Source: an optimization exercise on an open RTL-to-GDS flow (aim: small area and a short achievable clock period). Production flows keep margins and buffers that such runs may drop.
Only simulation tests tie the RTL to the original design; equivalence was not proved.

==> inputs of tundra <==
==> flow/design.v (excerpt) <==
module int_divider (
    input  wire        clk,
    input  wire        rst,
    input  wire        start,
    input  wire        op_signed,
    input  wire        op_rem,
    input  wire [63:0] a,
    input  wire [63:0] b,
    output reg         done,
    output wire [63:0] result,
    output wire        ovf,
    output wire        dz
);
export LEC_CHECK = 0
export CAP_MARGIN = 20
export CORE_MARGIN = 2
export CORE_UTILIZATION = 40
export SLEW_MARGIN = 20
export SYNTH_HIERARCHICAL = 1
create_clock -name core_clock -period 18.0 [get_ports {clk}]
standard.sh (not shown) runs the stock make flow with config.mk's settings and CLKGATE_MAP_FILE= SYNTH_SCRIPT=/design/flow/synth_recipe.tcl, a recipe that flattens the netlist after the stock synthesis.
==> flow/flow/run.sh <==
#!/bin/bash
set -euo pipefail
bash standard.sh SETUP_SLACK_MARGIN=10 finish > make_finish.log 2>&1
==> zinc: changes against tundra <==
--- a/flow/design.v
+++ b/flow/design.v
@@ -107,94 +107,77 @@
     wire [3:0]  take2 = {4{iter}} & c2;
     wire [63:0] rmd_d;
     genvar      gi;
     generate
         for (gi = 0; gi < 64; gi = gi + 1) begin : g_rmux
             div_mux2 u_m (.s(take2[gi / 16]), .a(s2[gi]), .b(rmd_e[gi]), .y(rmd_d[gi]));
         end
     endgenerate
-    reg  [1:0]  st_n;                                
-    reg         dn_n;                                
-    always @* begin
-        st_n = state;
-        dn_n = 1'b0;
-        case (state)
-            S_IDLE:  if (start) st_n = S_SETUP;
-            S_SETUP: st_n = no_q ? S_HOLD : S_ITER;
-            S_ITER:  if (cnt == 5'd1) begin
-                         if (z0 & ~cmp_r) begin
-                             dn_n = 1'b1;
-                             st_n = S_IDLE;
-                         end else begin
-                             st_n = S_HOLD;
-                         end
-                     end
-            default: begin
-                         dn_n = 1'b1;
-                         st_n = S_IDLE;
-                     end
-        endcase
-    end
-    wire        lastq = iter & (cnt == 5'd1) & z0 & first;
-    wire [1:0]  st_d;
-    wire        dn_d;
-    div_mux2 u_st0 (.s(lastq), .a(q2),  .b(st_n[0]), .y(st_d[0]));   
-    div_mux2 u_st1 (.s(lastq), .a(q2),  .b(st_n[1]), .y(st_d[1]));   
-    div_mux2 u_dn  (.s(lastq), .a(~q2), .b(dn_n),    .y(dn_d));
+    wire        bit_s = first ? q2 : cmp_r;          
     always @(posedge clk) begin
         if (rst) begin
             state <= S_IDLE;
             done  <= 1'b0;
         end else begin
-            state <= st_d;
-            done  <= dn_d;
-        end
-    end
-    always @(posedge clk) begin
-        case (state)
-            S_IDLE: begin
-                if (start) begin
-                    rmd    <= rmd_d;
-                    dvs    <= {3'b111, bx_in};
-                    cin    <= ~b_neg_in;
-                    an_r   <= a_neg_in;
-                    bn_r   <= b_neg_in;
-                    loa    <= loa_in;
-                    lob    <= lob_in;
-                    a_pow2 <= a_pow2_in;
-                    b_pow2 <= b_pow2_in;
-                    sgn_r  <= op_signed;
-                    rem_r  <= op_rem;
-                    ng_r   <= 1'b1;
-                    ns_r   <= a_neg_in;
+            done <= 1'b0;
+            case (state)
+                S_IDLE: begin
+                    if (start) begin
+                        rmd    <= rmd_d;
+                        dvs    <= {3'b111, bx_in};
+                        cin    <= ~b_neg_in;
+                        an_r   <= a_neg_in;
+                        bn_r   <= b_neg_in;
+                        loa    <= loa_in;
+                        lob    <= lob_in;
+                        a_pow2 <= a_pow2_in;
+                        b_pow2 <= b_pow2_in;
+                        sgn_r  <= op_signed;
+                        rem_r  <= op_rem;
+                        ng_r   <= 1'b1;
+                        ns_r   <= a_neg_in;
+                        state  <= S_SETUP;
+                    end
                 end
-            end
-            S_SETUP: begin
-                rmd   <= rmd_d;
-                dvs   <= dvs0;
-                quo   <= 64'd0;
-                dz_r  <= b_zero;
-                ovf_r <= ~rem_r & min_by_m1;
-                first <= 1'b1;
-                ng_r  <= rem_r;
-                ns_r  <= rem_r ? an_r : (an_r ^ bn_r);
-                z0    <= md0;
-                cnt   <= m + 5'd1;
-            end
-            S_ITER: begin
-                rmd   <= rmd_d;
-                dvs   <= v2;
-                quo   <= {quo[60:0], q0, q1, q2};
-                first <= 1'b0;
-                if (first) cmp_r <= q2;
-                cnt   <= cnt - 5'd1;
-            end
-            default: ;   
-        endcase
+                S_SETUP: begin
+                    rmd   <= rmd_d;
+                    dvs   <= dvs0;
+                    quo   <= 64'd0;
+                    dz_r  <= b_zero;
+                    ovf_r <= ~rem_r & min_by_m1;
+                    first <= 1'b1;
+                    ng_r  <= rem_r;
+                    ns_r  <= rem_r ? an_r : (an_r ^ bn_r);
+                    z0    <= md0;
+                    cnt   <= m + 5'd1;
+                    state <= no_q ? S_HOLD : S_ITER;
+                end
+                S_ITER: begin
+                    rmd   <= rmd_d;
+                    dvs   <= v2;
+                    quo   <= {quo[60:0], q0, q1, q2};
+                    first <= 1'b0;
+                    if (first) cmp_r <= q2;
+                    cnt   <= cnt - 5'd1;
+                    if (cnt == 5'd1) begin
+                        if (z0 & ~bit_s) begin
+                            done  <= 1'b1;
+                            state <= S_IDLE;
+                        end else begin
+                            state <= S_HOLD;
+                        end
+                    end
+                end
+                default: begin   
+                    done  <= 1'b1;
+                    state <= S_IDLE;
+                end
+            endcase
+        end
     end
 endmodule
 module div_mux2 (input s, input a, input b, output y); assign y = s ? a : b; endmodule
 module div_aoi (input a, input b, input c, output y); assign y = ~(a | (b & c)); endmodule
 module div_oai (input a, input b, input c, output y); assign y = ~(a & (b | c)); endmodule
 module div_nand (input a, input b, output y); assign y = ~(a & b); endmodule
 module div_nor (input a, input b, output y); assign y = ~(a | b); endmodule
 module div_inv (input a, output y); assign y = ~a; endmodule
==> cedar: changes against tundra <==
--- a/flow/design.v
+++ b/flow/design.v
@@ -21,51 +21,47 @@
     reg         cin;       
     reg  [63:0] quo;       
     reg         sgn_r;
     reg         rem_r;
     reg         an_r;      
     reg         bn_r;      
     reg         ovf_r;
     reg         dz_r;
-    reg  [6:0]  loa;       
-    reg  [6:0]  lob;       
-    reg         a_pow2;    
-    reg         b_pow2;    
     reg  [4:0]  cnt;       
     reg         z0;        
     reg         first;     
     reg         cmp_r;     
     wire        setup = (state == S_SETUP);
     reg         ng_r;
     reg         ns_r;
     wire [63:0] ng_x = ng_r ? rmd : quo;
     wire        ng_s = ns_r;
     wire [63:0] ng_y = (ng_x ^ {64{ng_s}}) + {63'd0, ng_s};
     assign result = ng_y;
     assign ovf    = ovf_r;
     assign dz     = dz_r;
     wire        a_neg_in  = op_signed & a[63];
     wire        b_neg_in  = op_signed & b[63];
-    wire [63:0] ax_in     = a ^ {64{a_neg_in}};         
     wire [63:0] bx_in     = b ^ {64{~b_neg_in}};        
-    wire        a_pow2_in = a_neg_in & ~|(~a[63:1] & a[62:0]);
-    wire        b_pow2_in = b_neg_in & ~|(~b[63:1] & b[62:0]);
-    reg  [6:0]  loa_in;
-    reg  [6:0]  lob_in;
+    wire [63:0] ax     = rmd ^ {64{an_r}};           
+    wire [63:0] bx     = dvs[63:0];                  
+    wire        a_pow2 = an_r & ~|(~rmd[63:1] & rmd[62:0]);
+    wire        b_pow2 = bn_r & ~|(~bx[63:1] & bx[62:0]);
+    reg  [6:0]  loa;
+    reg  [6:0]  lob;
     integer     i;
     always @* begin
-        loa_in = 7'd64;
+        loa = 7'd64;
         for (i = 0; i < 64; i = i + 1)
-            if (ax_in[i]) loa_in = 7'd63 - i[6:0];
-        lob_in = 7'd64;
+            if (ax[i]) loa = 7'd63 - i[6:0];
+        lob = 7'd64;
         for (i = 0; i < 64; i = i + 1)
-            if (!bx_in[i]) lob_in = 7'd63 - i[6:0];
+            if (!bx[i]) lob = 7'd63 - i[6:0];
     end
-    wire [63:0] bx     = dvs[63:0];                  
     wire        bx_one = &bx;
     wire        b_zero = bx_one & ~bn_r;
     wire [7:0]  sdiff  = {1'b0, lob} - {1'b0, loa} + {7'd0, a_pow2} - {7'd0, b_pow2};
     wire        no_q   = b_zero | sdiff[7];         
     wire [5:0]  shamt  = sdiff[5:0];
     reg  [4:0]  m;                                   
     reg         md0;                                 
     integer     j;
@@ -144,50 +140,46 @@
         if (rst) begin
             state <= S_IDLE;
             done  <= 1'b0;
         end else begin
             state <= st_d;
             done  <= dn_d;
         end
     end
+    always @(posedge clk)
+        dvs <= (state == S_SETUP) ? dvs0 :
+               (state == S_ITER)  ? v2   : {3'b111, bx_in};
     always @(posedge clk) begin
         case (state)
             S_IDLE: begin
                 if (start) begin
                     rmd    <= rmd_d;
-                    dvs    <= {3'b111, bx_in};
                     cin    <= ~b_neg_in;
                     an_r   <= a_neg_in;
                     bn_r   <= b_neg_in;
-                    loa    <= loa_in;
-                    lob    <= lob_in;
-                    a_pow2 <= a_pow2_in;
-                    b_pow2 <= b_pow2_in;
                     sgn_r  <= op_signed;
                     rem_r  <= op_rem;
                     ng_r   <= 1'b1;
                     ns_r   <= a_neg_in;
                 end
             end
             S_SETUP: begin
                 rmd   <= rmd_d;
-                dvs   <= dvs0;
                 quo   <= 64'd0;
                 dz_r  <= b_zero;
                 ovf_r <= ~rem_r & min_by_m1;
                 first <= 1'b1;
                 ng_r  <= rem_r;
                 ns_r  <= rem_r ? an_r : (an_r ^ bn_r);
                 z0    <= md0;
                 cnt   <= m + 5'd1;
             end
             S_ITER: begin
                 rmd   <= rmd_d;
-                dvs   <= v2;
                 quo   <= {quo[60:0], q0, q1, q2};
                 first <= 1'b0;
                 if (first) cmp_r <= q2;
                 cnt   <= cnt - 5'd1;
             end
             default: ;   
         endcase
     end
==> flow/flow/run.sh (replaced) <==
#!/bin/bash
set -euo pipefail
bash standard.sh SETUP_SLACK_MARGIN=10 "BUFFER_PORTS_ARGS=-buffer_cell sky130_fd_sc_hd__buf_1" finish > make_finish.log 2>&1
==> delta: changes against tundra <==
--- a/flow/design.v
+++ b/flow/design.v
@@ -21,51 +21,47 @@
     reg         cin;       
     reg  [63:0] quo;       
     reg         sgn_r;
     reg         rem_r;
     reg         an_r;      
     reg         bn_r;      
     reg         ovf_r;
     reg         dz_r;
-    reg  [6:0]  loa;       
-    reg  [6:0]  lob;       
-    reg         a_pow2;    
-    reg         b_pow2;    
     reg  [4:0]  cnt;       
     reg         z0;        
     reg         first;     
     reg         cmp_r;     
     wire        setup = (state == S_SETUP);
     reg         ng_r;
     reg         ns_r;
     wire [63:0] ng_x = ng_r ? rmd : quo;
     wire        ng_s = ns_r;
     wire [63:0] ng_y = (ng_x ^ {64{ng_s}}) + {63'd0, ng_s};
     assign result = ng_y;
     assign ovf    = ovf_r;
     assign dz     = dz_r;
     wire        a_neg_in  = op_signed & a[63];
     wire        b_neg_in  = op_signed & b[63];
-    wire [63:0] ax_in     = a ^ {64{a_neg_in}};         
     wire [63:0] bx_in     = b ^ {64{~b_neg_in}};        
-    wire        a_pow2_in = a_neg_in & ~|(~a[63:1] & a[62:0]);
-    wire        b_pow2_in = b_neg_in & ~|(~b[63:1] & b[62:0]);
-    reg  [6:0]  loa_in;
-    reg  [6:0]  lob_in;
+    wire [63:0] ax     = rmd ^ {64{an_r}};           
+    wire [63:0] bx     = dvs[63:0];                  
+    wire        a_pow2 = an_r & ~|(~rmd[63:1] & rmd[62:0]);
+    wire        b_pow2 = bn_r & ~|(~bx[63:1] & bx[62:0]);
+    reg  [6:0]  loa;
+    reg  [6:0]  lob;
     integer     i;
     always @* begin
-        loa_in = 7'd64;
+        loa = 7'd64;
         for (i = 0; i < 64; i = i + 1)
-            if (ax_in[i]) loa_in = 7'd63 - i[6:0];
-        lob_in = 7'd64;
+            if (ax[i]) loa = 7'd63 - i[6:0];
+        lob = 7'd64;
         for (i = 0; i < 64; i = i + 1)
-            if (!bx_in[i]) lob_in = 7'd63 - i[6:0];
+            if (!bx[i]) lob = 7'd63 - i[6:0];
     end
-    wire [63:0] bx     = dvs[63:0];                  
     wire        bx_one = &bx;
     wire        b_zero = bx_one & ~bn_r;
     wire [7:0]  sdiff  = {1'b0, lob} - {1'b0, loa} + {7'd0, a_pow2} - {7'd0, b_pow2};
     wire        no_q   = b_zero | sdiff[7];         
     wire [5:0]  shamt  = sdiff[5:0];
     reg  [4:0]  m;                                   
     reg         md0;                                 
     integer     j;
@@ -153,20 +149,16 @@
         case (state)
             S_IDLE: begin
                 if (start) begin
                     rmd    <= rmd_d;
                     dvs    <= {3'b111, bx_in};
                     cin    <= ~b_neg_in;
                     an_r   <= a_neg_in;
                     bn_r   <= b_neg_in;
-                    loa    <= loa_in;
-                    lob    <= lob_in;
-                    a_pow2 <= a_pow2_in;
-                    b_pow2 <= b_pow2_in;
                     sgn_r  <= op_signed;
                     rem_r  <= op_rem;
                     ng_r   <= 1'b1;
                     ns_r   <= a_neg_in;
                 end
             end
             S_SETUP: begin
                 rmd   <= rmd_d;
==> comparison table <==
| item | tundra | delta | zinc | cedar |
|---|---|---|---|---|
| Run status | finished clean | finished clean | finished clean | finished clean |
| Starting Density | 40.4% | 40.5% | 40.4% | 40.3% |
| Worst Skew | 70.5 ps | 43.7 ps | 55.1 ps | 56.4 ps |
| Placed standard-cell area | 38,400 um^2 | 36,100 um^2 | 37,700 um^2 | 34,900 um^2 |
| Nature of the critical path endpoint | output port | register | output port | register |
| Hold Path End | ng_r | ng_r | quo[19] | quo[41] |
| Syn Nets | 4,762 | 4,477 | 4,671 | 4,603 |
| Proportion of layout cells with a drive suffix above 1 | 18.8% | 22.1% | 19.5% | 21.0% |
| Startpoint of the lowest-slack register-to-register path | dvs[16] | rmd[0] | dvs[22] | rmd[1] |
| Area of the multi-input gates | 27,700 um^2 | 26,400 um^2 | 27,000 um^2 | 26,700 um^2 |
| Post-CTS Repair Setup Buffers | 39 | 80 | 57 | 100 |
| Number of gates on the worst path with buffers counted | 10 | 26 | 15 | 25 |
| Crit Path Category | register to output port | register to register | register to output port | register to register |

==> static timing again, ports no longer ideal <==
The results above use ideal ports. As a check the final layouts listed here were re-extracted and re-timed, cells and wires unchanged.
Step 1: set_driving_cell puts a clkbuf_16 on clk and a buf_2 on each other input, an assumption about the parent block.
Step 2 times the ports against the registers' clock, not the clock port: input delays grow and output delays shrink by t, the midpoint of the rising clock arrivals with the driver on.
a / b / c = ideal / step 1 / step 2; a / b = the first two.
| run | shift t [ns] | slack for setup (ns) | worst setup path at the end | worst register clock-pin slew, ns | worst slew at a driven data input, ns |
|---|---|---|---|---|---|
| tundra | 0.695 | 9.988 / 9.916 / 9.550 | input to register | 0.07 / 0.07 | 0.07 |
| zinc | 0.660 | 10.026 / 9.961 / 9.552 | input to register | 0.07 / 0.07 | 0.05 |
| cedar | 0.700 | 10.023 / 9.968 / 10.023 | register to register | 0.07 / 0.07 | 0.05 |
| delta | 0.678 | 9.988 / 9.978 / 9.988 | register to register | 0.07 / 0.07 | 0.06 |
After both steps every run listed still meets setup and hold. For zinc, which loses most, drivers alone change the setup slack by -0.065 ns; drivers and shift together by -0.474 ns.
